Source: an optimization exercise on an open RTL-to-GDS flow (aim: small area). Production flows keep margins and buffers that such runs may drop.
Only simulation tests tie the RTL to the original design; equivalence was not proved.

==> v12 <==
Design vg63_loop_law, start of the top module:
module vg63_loop_law (
    input  wire        clk,
    input  wire        rst,
    input  wire        cfg_we,
    input  wire [6:0]  cfg_addr,
    input  wire [31:0] cfg_wdata,
    input  wire        in_valid,
    output wire        in_ready,
    input  wire [31:0] in_e,
    input  wire [31:0] in_vn,
    input  wire [31:0] in_an,
    output reg         out_valid,
    output wire [31:0] out_y,
    output wire [31:0] out_ye,
    output reg         out_hi,
    output reg         out_lo,
    output reg         out_frozen
);
==> flow/config.mk <==
export PLATFORM = sky130hd
export DESIGN_NAME = vg63_loop_law
export DESIGN_NICKNAME = vg63_loop_law
export VERILOG_FILES = /design/flow/design.v
export SDC_FILE = /design/flow/constraint.sdc
export NUM_CORES = 8
export LEC_CHECK = 0
export CAP_MARGIN = 20
export CORE_MARGIN = 2
export CORE_UTILIZATION = 75
export CTS_BUF_LIST = sky130_fd_sc_hd__clkbuf_8
export CTS_CLUSTER_DIAMETER = 50
export CTS_CLUSTER_SIZE = 16
export PLACE_DENSITY = 0.82
export SLEW_MARGIN = 20
==> flow/constraint.sdc <==
create_clock -name core_clock -period 18.0 [get_ports {clk}]
set_input_delay 3.6000 -clock core_clock [delete_from_list [all_inputs] [get_ports {clk}]]
set_output_delay 3.6000 -clock core_clock [all_outputs]
set_load 0.01 [all_outputs]
standard.sh (not shown) runs the stock make flow with config.mk's settings and CLKGATE_MAP_FILE= SYNTH_SCRIPT=/design/flow/synth_recipe.tcl, a recipe that flattens the netlist after the stock synthesis.
==> flow/flow/run.sh <==
#!/bin/bash
# The standard layout (standard.sh), with two of its settings changed:
# ports buffered with buf_1, and a clock tree without dummy loads.
set -euo pipefail
export BUFFER_PORTS_ARGS="-buffer_cell sky130_fd_sc_hd__buf_1"
export CTS_ARGS="-sink_clustering_enable -repair_clock_nets -sink_clustering_size 16 -sink_clustering_max_diameter 50 -buf_list sky130_fd_sc_hd__clkbuf_8 -dont_use_dummy_load"
bash standard.sh finish > standard_flow.log 2>&1
==> inputs of v38, as changes to v12 <==
--- a/flow/design.v
+++ b/flow/design.v
@@ -403,38 +403,38 @@
             always @(posedge clk) r <= {r[6:0], wcf[0] ? W[g] : r[7]};
             assign qb0[g] = r[(6 + TR) % 8];
         end
         for (g = 0; g < 31; g = g + 1) begin : RC
             localparam integer I = g / 4;
             reg [31:0] r;
             always @(posedge clk) r <= {r[30:0], wcf[1] ? W[g] : r[31]};
-            assign qb12[g] = r[(7 + 2 * I) % 32];
-            assign qa12[g] = r[(24 + 2 * I) % 32];
+            assign qb12[g] = r[(14 + 2 * I) % 32];
+            assign qa12[g] = r[(31 + 2 * I) % 32];
         end
         for (g = 0; g < 32; g = g + 1) begin : RS12L
             localparam integer I = g / 4;
             reg [15:0] r;
             wire we = clr || w1lo[I] || w2lo[I];
             always @(posedge clk) r <= {r[14:0], we ? dout[g % 4] : r[15]};
-            assign qs1[g] = r[(20 - I) % 16];
+            assign qs1[g] = r[(13 - I) % 16];
             assign qs2[g] = r[6];
         end
         for (g = 32; g < 62; g = g + 1) begin : RS12H
             localparam integer I = (g - 32) / 4;
             reg [15:0] r;
             wire we = clr || w1hi || w2hi;
             always @(posedge clk) r <= {r[14:0], we ? A[g - 32] : r[15]};
-            assign qs1[g] = r[(5 + I) % 16];
+            assign qs1[g] = r[(14 + I) % 16];
             assign qs2[g] = r[(7 + 2 * I) % 16];
         end
         if (1) begin : RS1T
             reg [7:0] r;
             wire we = clr || w1hi;
             always @(posedge clk) r <= {r[6:0], we ? A[30] : r[7]};
-            assign qs1[62] = r[4];
+            assign qs1[62] = r[5];
         end
     endgenerate
     wire [3:0] b0d  [0:7];
     wire [3:0] b12d [0:7];
     wire [3:0] a12d [0:7];
     wire [3:0] s1ld [0:7];
     wire [3:0] s1hd [0:7];
@@ -489,32 +489,30 @@
         rmax <= {rmax[27:0], (pend && adr == 7'h43) ? edig : omx};
         rslw <= {rslw[27:0], (pend && adr == 7'h44) ? edig : slw};
         rye  <= {rye[27:0],  clr ? 4'd0 : wye ? yen : yep};
     end
     wire       in_step = (st == ST_FWD) || (st == ST_UPD);
     wire       dig_c   = in_step && (c[6:3] == 4'd0);         
     wire       rnd_c   = in_step && (c == 7'd8);
-    wire       s1ph    = (c <= 7'd24);
-    wire [6:0] cq      = s1ph ? c - 7'd9 : c - 7'd33;
-    wire [2:0] pi      = cq[3:1];                               
-    wire       pfirst  = !cq[0];
-    wire       in_pair = (st == ST_UPD) &&
-                         (((c >= 7'd9) && (c <= 7'd24)) || ((c >= 7'd33) && (c <= 7'd48)));
+    wire       s1ph    = (c[6:4] == 3'd1);
+    wire       s2ph    = (c[6:3] == 4'd5) || (c[6:3] == 4'd6);
+    wire [2:0] pi      = s1ph ? c[3:1] : {~c[3], c[2:1]};           
+    wire       pfirst  = !c[0];
+    wire       in_pair = (st == ST_UPD) && (s1ph || s2ph);
     wire       kodd    = k[0];
     wire [1:0] rx = (st == ST_FWD) ? ((k == 3'd0) ? 2'd0 : 2'd2) : (kodd ? 2'd2 : 2'd0);
     wire [1:0] ry = kodd ? 2'd0 : 2'd2;
     wire [3:0] ph_n     = ph[3:0] + 4'd1;
     wire       n_step   = (st_n == ST_FWD) || (st_n == ST_UPD);
     wire       n_dig    = n_step && (c_n[6:3] == 4'd0);            
-    wire       n_s1ph   = (c_n <= 7'd24);
-    wire [6:0] n_cq     = n_s1ph ? c_n - 7'd9 : c_n - 7'd33;
-    wire [2:0] n_pi     = n_cq[3:1];
-    wire       n_pfirst = !n_cq[0];
-    wire       n_pair   = (st_n == ST_UPD) &&
-                          (((c_n >= 7'd9) && (c_n <= 7'd24)) || ((c_n >= 7'd33) && (c_n <= 7'd48)));
+    wire       n_s1ph   = (c_n[6:4] == 3'd1);
+    wire       n_s2ph   = (c_n[6:3] == 4'd5) || (c_n[6:3] == 4'd6);
+    wire [2:0] n_pi     = n_s1ph ? c_n[3:1] : {~c_n[3], c_n[2:1]};
+    wire       n_pfirst = !c_n[0];
+    wire       n_pair   = (st_n == ST_UPD) && (n_s1ph || n_s2ph);
     wire [1:0] n_rx     = (st_n == ST_FWD) ? ((k_n == 3'd0) ? 2'd0 : 2'd2) :
                           (k_n[0] ? 2'd2 : 2'd0);
     wire [1:0] n_ry     = k_n[0] ? 2'd0 : 2'd2;
     wire [2:0] n_idx    = n_dig ? c_n[2:0] : n_pi;
     wire [7:0] n_oh     = 8'd1 << n_idx;
     wire       f_b0     = n_dig;
     wire       f_b12    = n_pair && n_pfirst;
@@ -609,16 +607,16 @@
                 default: ;
             endcase
         end
         for (ii = 0; ii < 8; ii = ii + 1) begin
             w1lo[ii] = in_pair && !pfirst && s1ph && (pi == ii) && !frz;
             w2lo[ii] = in_pair && !pfirst && !s1ph && (pi == ii) && !frz;
         end
-        w1hi = (st == ST_UPD) && (c == 7'd25) && !frz;
-        w2hi = (st == ST_UPD) && (c == 7'd49) && !frz;
+        w1hi = (st == ST_UPD) && (c == 7'd32) && !frz;
+        w2hi = (st == ST_UPD) && (c == 7'd56) && !frz;
     end
     reg bnz, bsg, pfx, T, lzv, q0, q1;
     reg [2:0] lz;
     wire [30:0] PX = (rx == 2'd0) ? E : W;
     wire xnz = |PX;
     wire xs  = PX[30];
     wire pin = pfx ^ bsg;
Settings changed: CORE_UTILIZATION 75 to 85, PLACE_DENSITY 0.82 to 0.9.
==> inputs of v13, as changes to v12 <==
--- a/flow/design.v
+++ b/flow/design.v
@@ -403,38 +403,38 @@
             always @(posedge clk) r <= {r[6:0], wcf[0] ? W[g] : r[7]};
             assign qb0[g] = r[(6 + TR) % 8];
         end
         for (g = 0; g < 31; g = g + 1) begin : RC
             localparam integer I = g / 4;
             reg [31:0] r;
             always @(posedge clk) r <= {r[30:0], wcf[1] ? W[g] : r[31]};
-            assign qb12[g] = r[(7 + 2 * I) % 32];
-            assign qa12[g] = r[(24 + 2 * I) % 32];
+            assign qb12[g] = r[(14 + 2 * I) % 32];
+            assign qa12[g] = r[(31 + 2 * I) % 32];
         end
         for (g = 0; g < 32; g = g + 1) begin : RS12L
             localparam integer I = g / 4;
             reg [15:0] r;
             wire we = clr || w1lo[I] || w2lo[I];
             always @(posedge clk) r <= {r[14:0], we ? dout[g % 4] : r[15]};
-            assign qs1[g] = r[(20 - I) % 16];
+            assign qs1[g] = r[(13 - I) % 16];
             assign qs2[g] = r[6];
         end
         for (g = 32; g < 62; g = g + 1) begin : RS12H
             localparam integer I = (g - 32) / 4;
             reg [15:0] r;
             wire we = clr || w1hi || w2hi;
             always @(posedge clk) r <= {r[14:0], we ? A[g - 32] : r[15]};
-            assign qs1[g] = r[(5 + I) % 16];
+            assign qs1[g] = r[(14 + I) % 16];
             assign qs2[g] = r[(7 + 2 * I) % 16];
         end
         if (1) begin : RS1T
             reg [7:0] r;
             wire we = clr || w1hi;
             always @(posedge clk) r <= {r[6:0], we ? A[30] : r[7]};
-            assign qs1[62] = r[4];
+            assign qs1[62] = r[5];
         end
     endgenerate
     wire [3:0] b0d  [0:7];
     wire [3:0] b12d [0:7];
     wire [3:0] a12d [0:7];
     wire [3:0] s1ld [0:7];
     wire [3:0] s1hd [0:7];
@@ -489,32 +489,30 @@
         rmax <= {rmax[27:0], (pend && adr == 7'h43) ? edig : omx};
         rslw <= {rslw[27:0], (pend && adr == 7'h44) ? edig : slw};
         rye  <= {rye[27:0],  clr ? 4'd0 : wye ? yen : yep};
     end
     wire       in_step = (st == ST_FWD) || (st == ST_UPD);
     wire       dig_c   = in_step && (c[6:3] == 4'd0);         
     wire       rnd_c   = in_step && (c == 7'd8);
-    wire       s1ph    = (c <= 7'd24);
-    wire [6:0] cq      = s1ph ? c - 7'd9 : c - 7'd33;
-    wire [2:0] pi      = cq[3:1];                               
-    wire       pfirst  = !cq[0];
-    wire       in_pair = (st == ST_UPD) &&
-                         (((c >= 7'd9) && (c <= 7'd24)) || ((c >= 7'd33) && (c <= 7'd48)));
+    wire       s1ph    = (c[6:4] == 3'd1);
+    wire       s2ph    = (c[6:3] == 4'd5) || (c[6:3] == 4'd6);
+    wire [2:0] pi      = s1ph ? c[3:1] : {~c[3], c[2:1]};           
+    wire       pfirst  = !c[0];
+    wire       in_pair = (st == ST_UPD) && (s1ph || s2ph);
     wire       kodd    = k[0];
     wire [1:0] rx = (st == ST_FWD) ? ((k == 3'd0) ? 2'd0 : 2'd2) : (kodd ? 2'd2 : 2'd0);
     wire [1:0] ry = kodd ? 2'd0 : 2'd2;
     wire [3:0] ph_n     = ph[3:0] + 4'd1;
     wire       n_step   = (st_n == ST_FWD) || (st_n == ST_UPD);
     wire       n_dig    = n_step && (c_n[6:3] == 4'd0);            
-    wire       n_s1ph   = (c_n <= 7'd24);
-    wire [6:0] n_cq     = n_s1ph ? c_n - 7'd9 : c_n - 7'd33;
-    wire [2:0] n_pi     = n_cq[3:1];
-    wire       n_pfirst = !n_cq[0];
-    wire       n_pair   = (st_n == ST_UPD) &&
-                          (((c_n >= 7'd9) && (c_n <= 7'd24)) || ((c_n >= 7'd33) && (c_n <= 7'd48)));
+    wire       n_s1ph   = (c_n[6:4] == 3'd1);
+    wire       n_s2ph   = (c_n[6:3] == 4'd5) || (c_n[6:3] == 4'd6);
+    wire [2:0] n_pi     = n_s1ph ? c_n[3:1] : {~c_n[3], c_n[2:1]};
+    wire       n_pfirst = !c_n[0];
+    wire       n_pair   = (st_n == ST_UPD) && (n_s1ph || n_s2ph);
     wire [1:0] n_rx     = (st_n == ST_FWD) ? ((k_n == 3'd0) ? 2'd0 : 2'd2) :
                           (k_n[0] ? 2'd2 : 2'd0);
     wire [1:0] n_ry     = k_n[0] ? 2'd0 : 2'd2;
     wire [2:0] n_idx    = n_dig ? c_n[2:0] : n_pi;
     wire [7:0] n_oh     = 8'd1 << n_idx;
     wire       f_b0     = n_dig;
     wire       f_b12    = n_pair && n_pfirst;
@@ -609,16 +607,16 @@
                 default: ;
             endcase
         end
         for (ii = 0; ii < 8; ii = ii + 1) begin
             w1lo[ii] = in_pair && !pfirst && s1ph && (pi == ii) && !frz;
             w2lo[ii] = in_pair && !pfirst && !s1ph && (pi == ii) && !frz;
         end
-        w1hi = (st == ST_UPD) && (c == 7'd25) && !frz;
-        w2hi = (st == ST_UPD) && (c == 7'd49) && !frz;
+        w1hi = (st == ST_UPD) && (c == 7'd32) && !frz;
+        w2hi = (st == ST_UPD) && (c == 7'd56) && !frz;
     end
     reg bnz, bsg, pfx, T, lzv, q0, q1;
     reg [2:0] lz;
     wire [30:0] PX = (rx == 2'd0) ? E : W;
     wire xnz = |PX;
     wire xs  = PX[30];
     wire pin = pfx ^ bsg;
Settings changed: ABC_AREA set to 1.
==> flow_summary.ini <==
[power_and_ir_drop]
switching_share = 0.2068
intPower_mw = 6.966
p_per_area_nw_per_um2 = 117.3

[logic_synthesis]
syn_area_per_cell_sq_um = 14.45
synth_area_sq_um = 69910
synth_top_family_by_area = compound AO/OA/AOI/OAI gates

[timing]
tns_ns = 0
finalCritPeriodShare = 0.8543

[finish]
nNonClkBuffers = 254
largest_reg_flops = 992
antenna_cells = 7
dominant_cells = sequential cells

[route]
dr_wl_met2_um = 73800
firstDrtPassIters = 12
highest_layer = met5

[outcome]
status = timing/DRC/antenna clean

[grt]
grt_antenna_before_repair = 21

[worst_setup_path]
critPathRequiredTime_ns = 18.70

[clocking]
cts.clk_slew.worst_paths_ns = 0.10
# the run above: v12

==> flow_summary.ini <==
[outcome]
status = timing/DRC/antenna clean

[finish]
largest_reg_flops = 992
nNonClkBuffers = 240

[logic_synthesis]
synth_top_family_by_area = simple AND/OR/NAND/NOR gates

[power_and_ir_drop]
switching_share = 0.2527
p_per_area_nw_per_um2 = 131.9
intPower_mw = 7.284

[route]
firstDrtPassIters = 7
dr_wl_met2_um = 76090

[clocking]
cts.clk_slew.worst_paths_ns = 0.10
# the run above: v13

==> flow_summary.ini <==
[floorplanning]
die_y_um = 289.7

[logic_synthesis]
syn_nets = 5074
synth_area_sq_um = 69390
synth_top_family_by_area = compound AO/OA/AOI/OAI gates
syn_area_per_cell_sq_um = 14.55
synth_top_area_share = 0.7265
synth-edff-count = 143
synthMuxAreaShare = 0.03419

[place]
dp_cells = 5926
port_buffers = 203
hpwl_um = 136200
dp_slack_ns = 2.972

[outcome]
stop_stage = global routing
error = [ERROR GRT-0116] Global routing finished with congestion. Check the congestion regions in the DRC Viewer.
status = stopped before the end

[grt]
gr-total-overflow = 4
grt_max_degree = 70
# the run above: v38

==> port drivers added, routing unchanged <==
The results above use ideal ports. As a check the final layouts listed here were re-extracted and re-timed, cells and wires unchanged.
Step 1 sets driving cells, clkbuf_16 on the clock port and buf_2 on the other inputs (assumed; they add their load-dependent delay and slew).
Step 2 times the ports against the registers' clock, not the clock port: input delays grow and output delays shrink by t, the midpoint of the rising clock arrivals with the driver on.
Three values: ideal, step 1, step 2; two values: the first two.
run	shift t [ns]	setup WS [ns]	latest minus earliest clock arrival (ns)
v12	0.941	2.623 / 2.623 / 2.623	0.112 / 0.112
v13	0.946	3.153 / 3.153 / 3.153	0.097 / 0.097
After both steps every run listed still meets setup and hold.
